From an optimization exercise on the open Yosys and OpenROAD flow, aimed at small area, a short achievable clock period and few clock cycles per item; shortcuts taken in it are not production practice. Function was not checked in any run shown here: the RTL went through the layout flow alone.

<file path="config.mk">
export PLATFORM = sky130hd
export DESIGN_NAME = ecc79_codec
export DESIGN_NICKNAME = ecc79_codec
export VERILOG_FILES = /design/flow/design.v
export SDC_FILE = /design/flow/constraint.sdc
export NUM_CORES = 4
export LEC_CHECK = 0
export CAP_MARGIN = 20
export CORE_MARGIN = 2
export CORE_UTILIZATION = 40
export SETUP_SLACK_MARGIN = 0.5
export SLEW_MARGIN = 20
</file>
<file path="standard.sh">
#!/bin/bash
# synth_recipe.tcl (not shown) runs the flow's synth.tcl, then flattens the netlist and writes it again
# the make line also repeats each setting of config.mk as NAME=value (left out here)
make -C /OpenROAD-flow-scripts/flow DESIGN_CONFIG=/design/flow/config.mk WORK_HOME=/design/flow/orfs CLKGATE_MAP_FILE= SYNTH_SCRIPT=/design/flow/synth_recipe.tcl "${@:-finish}"
</file>
<file path="flow/run.sh">
#!/bin/bash
# Standard synthesis and layout, with two changes: the port buffers use buf_1
# instead of the buffer_ports default (a delay buffer, clkdlybuf4s50_1), and
# timing repair aims for more setup slack than the clock period needs.
set -euo pipefail
bash standard.sh 'BUFFER_PORTS_ARGS=-buffer_cell sky130_fd_sc_hd__buf_1' \
    SETUP_SLACK_MARGIN=8.4 finish > standard.log 2>&1
</file>
<file path="constraint.sdc">
create_clock -name core_clock -period 17.0 [get_ports {clk}]
set_input_delay 3.4000 -clock core_clock [delete_from_list [all_inputs] [get_ports {clk}]]
set_output_delay 3.4000 -clock core_clock [all_outputs]
set_load 0.01 [all_outputs]
</file>
<file path="design.v">
module ecc79_codec (
    input  wire        clk,
    input  wire        rst,
    input  wire        in_valid,
    input  wire        in_mode,
    input  wire [78:0] in_word,
    output reg         out_valid,
    output reg  [78:0] out_word,
    output reg  [1:0]  out_status
);
    function [6:0] gf_mul;
        input [6:0] a;
        input [6:0] b;
        integer i;
        reg [6:0] acc;
        reg [6:0] sh;
        begin
            acc = 7'd0;
            sh  = a;
            for (i = 0; i < 7; i = i + 1) begin
                if (b[i]) acc = acc ^ sh;
                sh = {sh[5:0], 1'b0} ^ (sh[6] ? 7'h09 : 7'h00);
            end
            gf_mul = acc;
        end
    endfunction
    function [6:0] inv_cube;    
        input [6:0] a;
        begin
            case (a)
            7'd0: inv_cube = 7'd0;
            7'd1: inv_cube = 7'd1;
            7'd2: inv_cube = 7'd17;
            7'd3: inv_cube = 7'd24;
            7'd4: inv_cube = 7'd19;
            7'd5: inv_cube = 7'd82;
            7'd6: inv_cube = 7'd3;
            7'd7: inv_cube = 7'd122;
            7'd8: inv_cube = 7'd49;
            7'd9: inv_cube = 7'd56;
            7'd10: inv_cube = 7'd40;
            7'd11: inv_cube = 7'd33;
            7'd12: inv_cube = 7'd51;
            7'd13: inv_cube = 7'd4;
            7'd14: inv_cube = 7'd45;
            7'd15: inv_cube = 7'd71;
            7'd16: inv_cube = 7'd23;
            7'd17: inv_cube = 7'd36;
            7'd18: inv_cube = 7'd7;
            7'd19: inv_cube = 7'd88;
            7'd20: inv_cube = 7'd5;
            7'd21: inv_cube = 7'd44;
            7'd22: inv_cube = 7'd21;
            7'd23: inv_cube = 7'd96;
            7'd24: inv_cube = 7'd53;
            7'd25: inv_cube = 7'd30;
            7'd26: inv_cube = 7'd68;
            7'd27: inv_cube = 7'd100;
            7'd28: inv_cube = 7'd80;
            7'd29: inv_cube = 7'd46;
            7'd30: inv_cube = 7'd127;
            7'd31: inv_cube = 7'd103;
            7'd32: inv_cube = 7'd117;
            7'd33: inv_cube = 7'd18;
            7'd34: inv_cube = 7'd64;
            7'd35: inv_cube = 7'd115;
            7'd36: inv_cube = 7'd119;
            7'd37: inv_cube = 7'd38;
            7'd38: inv_cube = 7'd11;
            7'd39: inv_cube = 7'd47;
            7'd40: inv_cube = 7'd85;
            7'd41: inv_cube = 7'd124;
            7'd42: inv_cube = 7'd65;
            7'd43: inv_cube = 7'd2;
            7'd44: inv_cube = 7'd87;
            7'd45: inv_cube = 7'd58;
            7'd46: inv_cube = 7'd12;
            7'd47: inv_cube = 7'd110;
            7'd48: inv_cube = 7'd83;
            7'd49: inv_cube = 7'd93;
            7'd50: inv_cube = 7'd101;
            7'd51: inv_cube = 7'd86;
            7'd52: inv_cube = 7'd76;
            7'd53: inv_cube = 7'd62;
            7'd54: inv_cube = 7'd72;
            7'd55: inv_cube = 7'd66;
            7'd56: inv_cube = 7'd10;
            7'd57: inv_cube = 7'd90;
            7'd58: inv_cube = 7'd99;
            7'd59: inv_cube = 7'd79;
            7'd60: inv_cube = 7'd120;
            7'd61: inv_cube = 7'd81;
            7'd62: inv_cube = 7'd123;
            7'd63: inv_cube = 7'd31;
            7'd64: inv_cube = 7'd91;
            7'd65: inv_cube = 7'd26;
            7'd66: inv_cube = 7'd32;
            7'd67: inv_cube = 7'd28;
            7'd68: inv_cube = 7'd8;
            7'd69: inv_cube = 7'd73;
            7'd70: inv_cube = 7'd61;
            7'd71: inv_cube = 7'd111;
            7'd72: inv_cube = 7'd121;
            7'd73: inv_cube = 7'd22;
            7'd74: inv_cube = 7'd98;
            7'd75: inv_cube = 7'd14;
            7'd76: inv_cube = 7'd50;
            7'd77: inv_cube = 7'd109;
            7'd78: inv_cube = 7'd114;
            7'd79: inv_cube = 7'd54;
            7'd80: inv_cube = 7'd95;
            7'd81: inv_cube = 7'd16;
            7'd82: inv_cube = 7'd75;
            7'd83: inv_cube = 7'd70;
            7'd84: inv_cube = 7'd25;
            7'd85: inv_cube = 7'd39;
            7'd86: inv_cube = 7'd34;
            7'd87: inv_cube = 7'd106;
            7'd88: inv_cube = 7'd125;
            7'd89: inv_cube = 7'd92;
            7'd90: inv_cube = 7'd37;
            7'd91: inv_cube = 7'd113;
            7'd92: inv_cube = 7'd69;
            7'd93: inv_cube = 7'd29;
            7'd94: inv_cube = 7'd107;
            7'd95: inv_cube = 7'd52;
            7'd96: inv_cube = 7'd57;
            7'd97: inv_cube = 7'd112;
            7'd98: inv_cube = 7'd94;
            7'd99: inv_cube = 7'd43;
            7'd100: inv_cube = 7'd89;
            7'd101: inv_cube = 7'd105;
            7'd102: inv_cube = 7'd108;
            7'd103: inv_cube = 7'd78;
            7'd104: inv_cube = 7'd77;
            7'd105: inv_cube = 7'd55;
            7'd106: inv_cube = 7'd97;
            7'd107: inv_cube = 7'd59;
            7'd108: inv_cube = 7'd9;
            7'd109: inv_cube = 7'd20;
            7'd110: inv_cube = 7'd42;
            7'd111: inv_cube = 7'd102;
            7'd112: inv_cube = 7'd35;
            7'd113: inv_cube = 7'd67;
            7'd114: inv_cube = 7'd41;
            7'd115: inv_cube = 7'd6;
            7'd116: inv_cube = 7'd63;
            7'd117: inv_cube = 7'd74;
            7'd118: inv_cube = 7'd126;
            7'd119: inv_cube = 7'd84;
            7'd120: inv_cube = 7'd15;
            7'd121: inv_cube = 7'd118;
            7'd122: inv_cube = 7'd27;
            7'd123: inv_cube = 7'd104;
            7'd124: inv_cube = 7'd60;
            7'd125: inv_cube = 7'd48;
            7'd126: inv_cube = 7'd116;
            7'd127: inv_cube = 7'd13;
            default: inv_cube = 7'd0;
            endcase
        end
    endfunction
    function [6:0] m_solve;    
        input [6:0] c;
        begin
            m_solve[0] = 1'b0;
            m_solve[1] = c[2] ^ c[3] ^ c[4] ^ c[6];
            m_solve[2] = c[3] ^ c[4] ^ c[6];
            m_solve[3] = c[5] ^ c[6];
            m_solve[4] = c[1] ^ c[2] ^ c[4];
            m_solve[5] = c[3] ^ c[5] ^ c[6];
            m_solve[6] = c[3] ^ c[6];
        end
    endfunction
    function [6:0] gf_trace;    
        input [6:0] c;
        begin
            gf_trace = {6'd0, c[0]};
        end
    endfunction
    function valid_loc;    
        input [6:0] a;
        begin
            case (a)
            7'd1, 7'd2, 7'd3, 7'd4, 7'd5, 7'd6, 7'd8, 7'd9,
            7'd10, 7'd11, 7'd12, 7'd16, 7'd18, 7'd20, 7'd22, 7'd24,
            7'd25, 7'd27, 7'd29, 7'd31, 7'd32, 7'd35, 7'd36, 7'd37,
            7'd39, 7'd40, 7'd41, 7'd43, 7'd44, 7'd45, 7'd47, 7'd48,
            7'd50, 7'd51, 7'd53, 7'd54, 7'd55, 7'd57, 7'd58, 7'd61,
            7'd62, 7'd64, 7'd65, 7'd69, 7'd70, 7'd72, 7'd73, 7'd74,
            7'd75, 7'd80, 7'd81, 7'd82, 7'd83, 7'd85, 7'd86, 7'd87,
            7'd88, 7'd90, 7'd93, 7'd94, 7'd95, 7'd96, 7'd97, 7'd100,
            7'd102, 7'd106, 7'd107, 7'd108, 7'd109, 7'd110, 7'd111, 7'd113,
            7'd114, 7'd115, 7'd116, 7'd122, 7'd124, 7'd125:
                valid_loc = 1'b1;
            default: valid_loc = 1'b0;
            endcase
        end
    endfunction
    wire [63:0] d = in_word[63:0];
    wire [13:0] ec;    
    assign ec[0] = ^(d & 64'h2a2d78a6784ee361);
    assign ec[1] = ^(d & 64'h7e7789ea88d325a3);
    assign ec[2] = ^(d & 64'hd6c26b7369e8a827);
    assign ec[3] = ^(d & 64'had84d6e6d3d1504e);
    assign ec[4] = ^(d & 64'h7124d56bdfec43fd);
    assign ec[5] = ^(d & 64'hc864d271c796649b);
    assign ec[6] = ^(d & 64'hbae4dc45f7622a57);
    assign ec[7] = ^(d & 64'h75c9b88beec454ae);
    assign ec[8] = ^(d & 64'hc1be09b1a5c64a3d);
    assign ec[9] = ^(d & 64'ha9516bc533c2771b);
    assign ec[10] = ^(d & 64'h52a2d78a6784ee36);
    assign ec[11] = ^(d & 64'ha545af14cf09dc6c);
    assign ec[12] = ^(d & 64'h4a8b5e299e13b8d8);
    assign ec[13] = ^(d & 64'h9516bc533c2771b0);
    wire [13:0] rem = ec ^ in_word[77:64];
    wire [6:0] s1, s3;
    assign s1[0] = ^(rem & 14'h0881);
    assign s1[1] = ^(rem & 14'h1102);
    assign s1[2] = ^(rem & 14'h2204);
    assign s1[3] = ^(rem & 14'h0c88);
    assign s1[4] = ^(rem & 14'h1910);
    assign s1[5] = ^(rem & 14'h3220);
    assign s1[6] = ^(rem & 14'h2440);
    assign s3[0] = ^(rem & 14'h06a1);
    assign s3[1] = ^(rem & 14'h2130);
    assign s3[2] = ^(rem & 14'h2f88);
    assign s3[3] = ^(rem & 14'h0be2);
    assign s3[4] = ^(rem & 14'h2350);
    assign s3[5] = ^(rem & 14'h3098);
    assign s3[6] = ^(rem & 14'h17c4);
    wire dpar = ^d;
    wire par_in  = dpar ^ (^in_word[78:64]);    
    wire par_enc = dpar ^ (^ec);
    reg        v1, mode1, par1;
    reg [63:0] d1;
    reg [14:0] hi1;    
    reg [6:0]  s1r, cpr;
    reg        zr;
    always @(posedge clk) begin
        if (rst) v1 <= 1'b0;
        else     v1 <= in_valid;
        mode1 <= in_mode;
        d1    <= d;
        hi1   <= in_mode ? in_word[78:64] : {par_enc, ec};
        par1  <= par_in;
        s1r   <= s1;
        zr    <= (s1 == 7'd0) && (s3 == 7'd0);
        cpr   <= gf_mul(s3, inv_cube(s1));
    end
    wire [6:0] cp = cpr;
    wire       z  = zr;
    wire [6:0] y0 = m_solve(cp);
    wire       one = (cp == 7'd1);
    wire       trc = gf_trace(cp) != 7'd0;
    wire [6:0] x1 = gf_mul(s1r, y0);
    wire [6:0] x2 = x1 ^ s1r;
    wire [7:0]  u1 = 8'd1 << x1[2:0];
    wire [15:0] hv1 = 16'd1 << x1[6:3];
    wire [15:0] g1;
    assign g1[0] = |(u1 & 8'h7f);
    assign g1[1] = |(u1 & 8'h1f);
    assign g1[2] = |(u1 & 8'h55);
    assign g1[3] = |(u1 & 8'hab);
    assign g1[4] = |(u1 & 8'hb9);
    assign g1[5] = |(u1 & 8'hbb);
    assign g1[6] = |(u1 & 8'hed);
    assign g1[7] = |(u1 & 8'h66);
    assign g1[8] = |(u1 & 8'h63);
    assign g1[9] = |(u1 & 8'h0f);
    assign g1[10] = |(u1 & 8'hef);
    assign g1[11] = |(u1 & 8'he5);
    assign g1[12] = |(u1 & 8'h53);
    assign g1[13] = |(u1 & 8'hfc);
    assign g1[14] = |(u1 & 8'h1e);
    assign g1[15] = |(u1 & 8'h34);
    wire [7:0]  u2 = 8'd1 << x2[2:0];
    wire [15:0] hv2 = 16'd1 << x2[6:3];
    wire [15:0] g2;
    assign g2[0] = |(u2 & 8'h7e);
    assign g2[1] = |(u2 & 8'h1f);
    assign g2[2] = |(u2 & 8'h55);
    assign g2[3] = |(u2 & 8'hab);
    assign g2[4] = |(u2 & 8'hb9);
    assign g2[5] = |(u2 & 8'hbb);
    assign g2[6] = |(u2 & 8'hed);
    assign g2[7] = |(u2 & 8'h66);
    assign g2[8] = |(u2 & 8'h63);
    assign g2[9] = |(u2 & 8'h0f);
    assign g2[10] = |(u2 & 8'hef);
    assign g2[11] = |(u2 & 8'he5);
    assign g2[12] = |(u2 & 8'h53);
    assign g2[13] = |(u2 & 8'hfc);
    assign g2[14] = |(u2 & 8'h1e);
    assign g2[15] = |(u2 & 8'h34);
    wire       ok1 = |(hv1 & g1);
    wire       ok2 = |(hv2 & g2);
    wire       single = one & ok2;             
    wire       fixable = trc & ok1 & ok2;      
    wire       fix = mode1 & (par1 ? single : fixable);
    wire       fixp = mode1 & (par1 ? z : single);
    wire [7:0]  l1, l2;
    wire [15:0] h1, h2;
    genvar gi;
    generate
        for (gi = 0; gi < 8; gi = gi + 1) begin : g_lo
            assign l1[gi] = fix & (x1[2:0] == gi);
            assign l2[gi] = fix & (x2[2:0] == gi);
        end
        for (gi = 0; gi < 16; gi = gi + 1) begin : g_hi
            assign h1[gi] = (x1[6:3] == gi);
            assign h2[gi] = (x2[6:3] == gi);
        end
    endgenerate
    wire [77:0] hit;
    assign hit[0] = (l1[1] & h1[8]) | (l2[1] & h2[8]);
    assign hit[1] = (l1[3] & h1[1]) | (l2[3] & h2[1]);
    assign hit[2] = (l1[6] & h1[2]) | (l2[6] & h2[2]);
    assign hit[3] = (l1[4] & h1[5]) | (l2[4] & h2[5]);
    assign hit[4] = (l1[0] & h1[11]) | (l2[0] & h2[11]);
    assign hit[5] = (l1[1] & h1[7]) | (l2[1] & h2[7]);
    assign hit[6] = (l1[2] & h1[14]) | (l2[2] & h2[14]);
    assign hit[7] = (l1[5] & h1[13]) | (l2[5] & h2[13]);
    assign hit[8] = (l1[3] & h1[10]) | (l2[3] & h2[10]);
    assign hit[9] = (l1[7] & h1[5]) | (l2[7] & h2[5]);
    assign hit[10] = (l1[6] & h1[11]) | (l2[6] & h2[11]);
    assign hit[11] = (l1[5] & h1[6]) | (l2[5] & h2[6]);
    assign hit[12] = (l1[2] & h1[13]) | (l2[2] & h2[13]);
    assign hit[13] = (l1[5] & h1[11]) | (l2[5] & h2[11]);
    assign hit[14] = (l1[3] & h1[6]) | (l2[3] & h2[6]);
    assign hit[15] = (l1[6] & h1[12]) | (l2[6] & h2[12]);
    assign hit[16] = (l1[5] & h1[8]) | (l2[5] & h2[8]);
    assign hit[17] = (l1[3] & h1[0]) | (l2[3] & h2[0]);
    assign hit[18] = (l1[6] & h1[0]) | (l2[6] & h2[0]);
    assign hit[19] = (l1[4] & h1[1]) | (l2[4] & h2[1]);
    assign hit[20] = (l1[0] & h1[3]) | (l2[0] & h2[3]);
    assign hit[21] = (l1[0] & h1[6]) | (l2[0] & h2[6]);
    assign hit[22] = (l1[0] & h1[12]) | (l2[0] & h2[12]);
    assign hit[23] = (l1[1] & h1[9]) | (l2[1] & h2[9]);
    assign hit[24] = (l1[3] & h1[3]) | (l2[3] & h2[3]);
    assign hit[25] = (l1[6] & h1[6]) | (l2[6] & h2[6]);
    assign hit[26] = (l1[4] & h1[13]) | (l2[4] & h2[13]);
    assign hit[27] = (l1[1] & h1[10]) | (l2[1] & h2[10]);
    assign hit[28] = (l1[3] & h1[5]) | (l2[3] & h2[5]);
    assign hit[29] = (l1[6] & h1[10]) | (l2[6] & h2[10]);
    assign hit[30] = (l1[5] & h1[4]) | (l2[5] & h2[4]);
    assign hit[31] = (l1[2] & h1[9]) | (l2[2] & h2[9]);
    assign hit[32] = (l1[5] & h1[3]) | (l2[5] & h2[3]);
    assign hit[33] = (l1[2] & h1[7]) | (l2[2] & h2[7]);
    assign hit[34] = (l1[4] & h1[14]) | (l2[4] & h2[14]);
    assign hit[35] = (l1[1] & h1[12]) | (l2[1] & h2[12]);
    assign hit[36] = (l1[3] & h1[9]) | (l2[3] & h2[9]);
    assign hit[37] = (l1[7] & h1[3]) | (l2[7] & h2[3]);
    assign hit[38] = (l1[6] & h1[7]) | (l2[6] & h2[7]);
    assign hit[39] = (l1[4] & h1[15]) | (l2[4] & h2[15]);
    assign hit[40] = (l1[1] & h1[14]) | (l2[1] & h2[14]);
    assign hit[41] = (l1[3] & h1[13]) | (l2[3] & h2[13]);
    assign hit[42] = (l1[7] & h1[11]) | (l2[7] & h2[11]);
    assign hit[43] = (l1[7] & h1[6]) | (l2[7] & h2[6]);
    assign hit[44] = (l1[6] & h1[13]) | (l2[6] & h2[13]);
    assign hit[45] = (l1[5] & h1[10]) | (l2[5] & h2[10]);
    assign hit[46] = (l1[3] & h1[4]) | (l2[3] & h2[4]);
    assign hit[47] = (l1[6] & h1[8]) | (l2[6] & h2[8]);
    assign hit[48] = (l1[5] & h1[0]) | (l2[5] & h2[0]);
    assign hit[49] = (l1[2] & h1[1]) | (l2[2] & h2[1]);
    assign hit[50] = (l1[4] & h1[2]) | (l2[4] & h2[2]);
    assign hit[51] = (l1[0] & h1[5]) | (l2[0] & h2[5]);
    assign hit[52] = (l1[0] & h1[10]) | (l2[0] & h2[10]);
    assign hit[53] = (l1[1] & h1[5]) | (l2[1] & h2[5]);
    assign hit[54] = (l1[2] & h1[10]) | (l2[2] & h2[10]);
    assign hit[55] = (l1[5] & h1[5]) | (l2[5] & h2[5]);
    assign hit[56] = (l1[2] & h1[11]) | (l2[2] & h2[11]);
    assign hit[57] = (l1[5] & h1[7]) | (l2[5] & h2[7]);
    assign hit[58] = (l1[2] & h1[15]) | (l2[2] & h2[15]);
    assign hit[59] = (l1[5] & h1[15]) | (l2[5] & h2[15]);
    assign hit[60] = (l1[3] & h1[14]) | (l2[3] & h2[14]);
    assign hit[61] = (l1[7] & h1[13]) | (l2[7] & h2[13]);
    assign hit[62] = (l1[7] & h1[10]) | (l2[7] & h2[10]);
    assign hit[63] = (l1[7] & h1[4]) | (l2[7] & h2[4]);
    assign hit[64] = (l1[1] & h1[0]) | (l2[1] & h2[0]);
    assign hit[65] = (l1[2] & h1[0]) | (l2[2] & h2[0]);
    assign hit[66] = (l1[4] & h1[0]) | (l2[4] & h2[0]);
    assign hit[67] = (l1[0] & h1[1]) | (l2[0] & h2[1]);
    assign hit[68] = (l1[0] & h1[2]) | (l2[0] & h2[2]);
    assign hit[69] = (l1[0] & h1[4]) | (l2[0] & h2[4]);
    assign hit[70] = (l1[0] & h1[8]) | (l2[0] & h2[8]);
    assign hit[71] = (l1[1] & h1[1]) | (l2[1] & h2[1]);
    assign hit[72] = (l1[2] & h1[2]) | (l2[2] & h2[2]);
    assign hit[73] = (l1[4] & h1[4]) | (l2[4] & h2[4]);
    assign hit[74] = (l1[0] & h1[9]) | (l2[0] & h2[9]);
    assign hit[75] = (l1[1] & h1[3]) | (l2[1] & h2[3]);
    assign hit[76] = (l1[2] & h1[6]) | (l2[2] & h2[6]);
    assign hit[77] = (l1[4] & h1[12]) | (l2[4] & h2[12]);
    wire [78:0] word1 = {hi1, d1};
    always @* begin
        out_valid = v1;
        out_word  = word1 ^ {fixp, hit};
        if (!mode1)      out_status = 2'd0;
        else if (z)      out_status = {1'b0, par1};
        else if (par1)   out_status = single ? 2'd1 : 2'd3;
        else             out_status = fixable ? 2'd2 : 2'd3;
    end
endmodule
</file>
==> run_results.csv, run 1 <==
group,metric,value,unit
placed_design,io_buffers,164,
synth,ys.flop_type,"dfxtp_1",
critical_path,path_cells,"buf_1 -> xor2_1 -> xnor2_1 -> xnor3_1 -> xnor3_1 -> xnor3_2 -> xor3_2 -> inv_4 -> nand2_1 -> a21o_1 -> o311a_1 -> a211oi_2 -> buf_4 -> nor2_1 -> xor2_1 -> xnor2_1 -> xor3_1",
cts,cts_buffers,9,
flow_run,maxCapViolCount,0,
critical_path,crit_type,"input port to flip-flop",
synth,synth_nets,1451,
synth,synthArstFlopShare,0,%
cts,clock_path_buffers,2,
synth,synth_cells,1360,
synth,synth_top_area_share,16.44,%
hold_path,hold_depth,2,
sta,fmax,117.7,MHz
layout,instances_no_fill,1908,
sta,finalCriticalPeriod,8494,ps
cts,cts_max_level,3,
critical_path,cp.buffers_inverters,3,
floorplan,die_height,177.5,um
global_routing,track_usage,27.28,%
cts,cts_tree,"yes",
status,run_status,"complete, no violations",
floorplan,row_count,63,
sta,final_max_slew_viol_count,0,
placed_design,placed_area,12840,sq um
drt,drt_iter0_drc,1481,
global_routing,antenna_found_initial,1,
placed_design,place_inst,1843,
critical_path,crit_path_end_kind,"flip-flop",
cts,clk_pin_slew,80,ps
layout,finalInstanceArea,14430,sq um
cts,root_buffer,"clkbuf_16",
drt,viasPerCell,5.970,
sta,whs,3187,ps
placed_design,place.gp.congestion,0.9628,
synth,ys_top_cells_by_area,"xnor2_1 (16%), dfxtp_1 (16%), xnor3_1 (12%)",
synth,synth_cell_type_count,89,
floorplan,initial_core_util,40.62,%
layout,fin_util,48.70,%
cts,postCtsHoldBufs,0,
global_routing,grt_pass1_vias,10430,
sta,setup_violations,0,
synth,syn_area,12040,sq um
drt,drc,0,
sta,rsz0062_at_grt,"true",
layout,final_nets,1604,
drt,ant_nets,0,
critical_path,critPathMaxFanout,20,
synth,synth_common_cells,"xnor2_1 (226), nor2_1 (161), xor2_1 (139), nand2_1 (107), dfxtp_1 (97)",
floorplan,dieArea,31500,sq um
drt,totalWireLength,44900,um
synth,yosysTopAreaCell,"xnor2_1",
drt,wire_per_inst,23.53,um
hold_path,worstHoldPathType,"input port to flip-flop",
sta,maxSlewHeadroom,34.74,%
critical_path,crit_path_start_kind,"input port",
synth,synthMostInstantiatedCell,"xnor2_1",
layout,drive_above_1_share,17.80,%
floorplan,die_w,177.5,um
critical_path,critical_path_depth,17,
placed_design,dp_slack,6589,ps
critical_path,worst_ep_arrival_time,8730,ps
critical_path,crit_required,17240,ps
sta,hold_viol,0,
layout,syn_to_final_growth,19.89,%
sta,worst_slew_pin_slew,975.3,ps
sta,tns,0,ps
synth,synth_edf_count,0,
floorplan,core_area,29640,sq um
synth,seq_area_frac_synth,16.13,%
sta,worst_slack,8506,ps
critical_path,max_stage_delay,630,ps
floorplan,pin_count,165,
global_routing,grt_pass1_wl,65100,um
critical_path,critPathTopFamily,"XOR/XNOR gates",
cts,cts_sinks,97,
drt,vias,11390,
synth,ys_ff_latch,97,
sta,fin_crit_sh,49.97,%
global_routing,grt_max_degree,44,
synth,syn_area_per_cell,8.852,sq um
placed_design,hpwlAfterDp,33240,um
synth,synth_warnings,1,
drt,drt_pass1_iterations,7,
critical_path,crit_path_top_delay_cell,"xor3_2",
global_routing,overflow,0,
metal layers:
metal  wire (um)  part of all wire (%)  up-vias  global-route usage (%)
li1            -                     -     5084                       -
met3        3792                   8.4      121                   3.877
met5           0                     0        -                       0
met1       19370                    43     5476                   39.57
met4        1562                   3.5        0                   7.377
met2       20170                    45      710                   42.17
placed cells by master (no fill, tap or decap), types with 15 or more instances in the layout:
master and instances:
nor2_1 144, a22oi_1 76, dfxtp_1 87, clkbuf_2 15
buf_1 141, xnor2_2 24, mux2i_1 20, nand2_1 103
o21ai_0 35, xor2_1 128, a211oi_1 16, nor3_1 19
buf_4 52, xnor3_1 60, o211ai_1 18, xnor2_1 200
a21oi_1 44
flip-flops by register name (all words and copies together), names as in the netlist:
register  flops
hi1          15
mode1         1
zr            1
d1           64
par1          1
cpr           7
v1            1
s1r           7
layout make-up:
class | instances | area (sq um)
flip-flops and latches | 97 | 1972
diodes | 1 | 2.502
inverters | 23 | 110.1
well taps | 390 | 488.0
repair buffers | 223 | 1115
clock inverters | 6 | 50.05
fillers | 2835 | 15200
clock buffers | 9 | 225.2
multi-input cells | 1159 | 10470
final timing paths:
kind	start	end	slack [ps]
setup / recovery	in_word[42]	cpr[6]	8510
hold / removal	rst	v1	3190
cell families (layout without fill, tap and decap cells):
kind of cell / Yosys count / after routing / synth area share [%]
multiplexers: 33 / 33 / 3.159
buffers and inverters: 107 / 261 / 4.323
AO/OA/AOI/OAI: 304 / 304 / 18.20
other: 0 / 1 / 0
flip-flops: 97 / 97 / 16.13
AND/OR/NAND/NOR: 345 / 348 / 12.33
adder cells (fa/ha/maj): 8 / 8 / 0.8315
XOR/XNOR: 466 / 466 / 45.03
repair_timing:
item,4_1_cts,5_1_grt
cloned,2,2
setup buffers,17,28
pin swaps,16,24
hold endpoints to repair,0,0
resized for setup,107,94
endpoints found under the setup margin,88,85
==> run 2: changes to the inputs <==
--- a/flow/run.sh
+++ b/flow/run.sh
@@ -6,2 +6,2 @@
 bash standard.sh 'BUFFER_PORTS_ARGS=-buffer_cell sky130_fd_sc_hd__buf_1' \
-    SETUP_SLACK_MARGIN=8.4 finish > standard.log 2>&1
+    SETUP_SLACK_MARGIN=8.6 finish > standard.log 2>&1
==> run_results.csv, run 2 <==
group,metric,value,unit
drt,drc,0,
synth,synth_compound_area_share,18.20,%
sta,maxSlewHeadroom,35.35,%
cts,cts_max_level,3,
critical_path,crit_required,17240,ps
layout,seq_area,1974,sq um
synth,synth_warnings,1,
synth,synthArstFlopShare,0,%
layout,final_common_cell,"xnor2_1",
synth,synth-xor-area-share,45.03,%
sta,setup_violations,0,
status,run_status,"complete, no violations",
layout,multi_input_area,10800,sq um
synth,syn_area,12040,sq um
synth,seq_area_frac_synth,16.13,%
synth,synthMuxAreaShare,3.159,%
drt,drt_iter0_drc,1766,
sta,hold_viol,0,
synth,synth_cells,1360,
hold_path,min_to,"v1",
drt,drt_pass1_iterations,6,
layout,mostFrequentLayoutCells,"xnor2_1 (190), nor2_1 (135), xor2_1 (126)",
sta,fmax,119.9,MHz
synth,ys_ff_latch,97,
critical_path,crit_path_start_kind,"input port",
layout,largestRegisters,"d1 x64, hi1 x15",
drt,vias,11570,
floorplan,pin_count,165,
global_routing,grt_pass1_vias,10510,
global_routing,grt_pass1_wl,65790,um
synth,synth_top_family_by_area,"XOR/XNOR gates",
global_routing,grt_max_degree,44,
layout,final_nets,1647,
cts,cts_sinks,97,
synth,synth_top_area_share,16.44,%
synth,synth_common_cells,"xnor2_1 (226), nor2_1 (161), xor2_1 (139), nand2_1 (107), dfxtp_1 (97)",
placed_design,io_buffers,164,
layout,drive_above_1_share,24.87,%
synth,syn_area_per_cell,8.852,sq um
drt,wire_per_inst,23.53,um
global_routing,antenna_found_initial,1,
layout,fin_util,51.17,%
layout,largest_reg_flops,64,
synth,synth_edf_count,0,
floorplan,core_area,29640,sq um
critical_path,crit_type,"input port to flip-flop",
cts,cts_buffers,9,
flow_run,maxCapViolCount,0,
sta,final_max_slew_viol_count,0,
sta,fin_crit_sh,49.07,%
synth,yosys.area_share.simple,12.33,%
critical_path,critPathMaxFanout,9,
hold_path,worstHoldStart,"rst",
critical_path,crit_path_end_kind,"flip-flop",
floorplan,die_height,177.5,um
drt,ant_nets,0,
sta,tns,0,ps
layout,syn_to_final_growth,25.98,%
floorplan,dieArea,31500,sq um
cts,root_buffer,"clkbuf_16",
hold_path,worstHoldPathType,"input port to flip-flop",
floorplan,die_w,177.5,um
cts,clock_path_buffers,2,
cts,cts_tree,"yes",
synth,yosysTopAreaCell,"xnor2_1",
placed_design,place.gp.congestion,0.9628,
synth,synth_fa_ha_area_share,0.8314,%
global_routing,overflow,0,
synth,synthMostInstantiatedCell,"xnor2_1",
cts,clk_pin_slew,70,ps
drt,totalWireLength,45900,um
synth,synth_nets,1451,
drt,viasPerCell,5.931,
sta,worst_slew_pin_slew,962.8,ps
layout,largest-register,"d1",
layout,fill_cells,2763,
hold_path,hold_depth,2,
floorplan,initial_core_util,40.62,%
synth,ys.flop_type,"dfxtp_1",
sta,rsz0062_at_grt,"true",
sta,finalCriticalPeriod,8343,ps
placed_design,hpwlAfterDp,33240,um
global_routing,track_usage,27.60,%
synth,synth_cell_type_count,89,
synth,ys_top_cells_by_area,"xnor2_1 (16%), dfxtp_1 (16%), xnor3_1 (12%)",
critical_path,worst_ep_arrival_time,8580,ps
floorplan,row_count,63,
-- run 2: cell count changes in the layout (fill, tap and decap cells not counted), moves of 5 or more --
cell / delta
buf_4: +37
a22oi_2: +12
xnor2_2: +8
nor2_4: +5
xnor2_1: -10
buf_1: -23
a22oi_1: -12
nor2_1: -9
buf_2: +18
-- run 2: cell families after synthesis --
group	Yosys count
compound gates	304
xor+xnor	466
fa+ha+maj	8
buf+inv	107
flops	97
mux	33
simple gates	345
-- run 2: how the worst max path moves through the flow --
stage / start / to / depth (start not counted)
after floorplan: in_word[29] / cpr[4] / 21
after global placement: cpr[3] / out_word[63] / 17
after detailed placement: cpr[3] / out_word[63] / 17
after CTS: cpr[3] / out_word[63] / 17
after global routing: cpr[3] / out_word[42] / 20
final: in_word[5] / cpr[4] / 19
-- run 2: per-stage QoR --
| step | worst slack, ps | hold slack (ps) | cells | area, sq um |
|---|---|---|---|---|
| after detailed placement | 6589 | 3549 | 1843 | 12840 |
| after global placement | 6777 | 3552 | 1843 | 12840 |
| after floorplan | 8815 | 3428 | 1360 | 12040 |
| after global routing | 8458 | 3189 | 1951 | 15170 |
| after CTS | 8576 | 3184 | 1885 | 14000 |
| final | 8657 | 3185 | 1951 | 15170 |
-- run 2: layer usage --
layer,track usage [%],share of wire (%)
met3,3.835,8.2
met4,6.933,3.3
met1,40.14,43
met5,0,0
met2,42.88,45
-- run 2: cell type report --
class / count / share of cell area, %
clock inverter: 6 / 0.3300
timing repair buffer: 266 / 9.974
sequential: 97 / 13.02
antenna: 1 / 0.01650
clock buffer: 9 / 1.485
tap: 390 / 3.217
inverter: 23 / 0.7755
multi-input combinational: 1159 / 71.18
-- run 2: timing repair --
item | 4_1_cts | 5_1_grt
pin swaps | 23 | 59
endpoints found under the setup margin | 88 | 85
gates resized for setup | 148 | 160
cloned | 2 | 2
buffers inserted | 25 | 63
hold endpoints to repair | 0 | 0
hold buffers | 0 | 0
-- run 2: worst max-delay path, stage by stage --
cell,delay (ps)
buf_2,190
xnor2_2,260
xnor3_2,440
xnor3_1,350
xnor3_2,450
xor3_2,520
xnor2_4,190
ha_2,470
inv_1,210
nand2_1,250
a21oi_1,100
nor4_1,400
nor3_1,120
a22oi_2,180
buf_4,180
a21oi_1,80
o22ai_1,180
xnor2_1,170
xnor3_1,430

[what the ideal ports hide]
In the flow no input, the clock included, has a driving cell. The finished layouts below were timed again as built, in two steps.
Step 1: set_driving_cell puts a clkbuf_16 on clk and a buf_2 on each other input, an assumption about the parent block.
Step 2 times the ports against the registers' clock, not the clock port: input delays grow and output delays shrink by t, the midpoint of the rising clock arrivals with the driver on.
a / b / c = ideal ports / drivers / drivers and shift; a / b = the first two.
run | shift t [ns] | slack for setup (ns) | hold WS [ns] | worst setup path after step 2 | cell pins on the clock port's net
run 1 | 0.399 | 8.506 / 8.503 / 8.127 | 3.187 / 3.168 / 3.568 | input to register | 1
run 2 | 0.404 | 8.657 / 8.635 / 8.271 | 3.185 / 3.164 / 3.568 | input to register | 1
After both steps setup and hold are still met in every run listed. The setup slack of run 2, which loses most, moves by -0.022 ns with the drivers and by -0.386 ns with both steps.
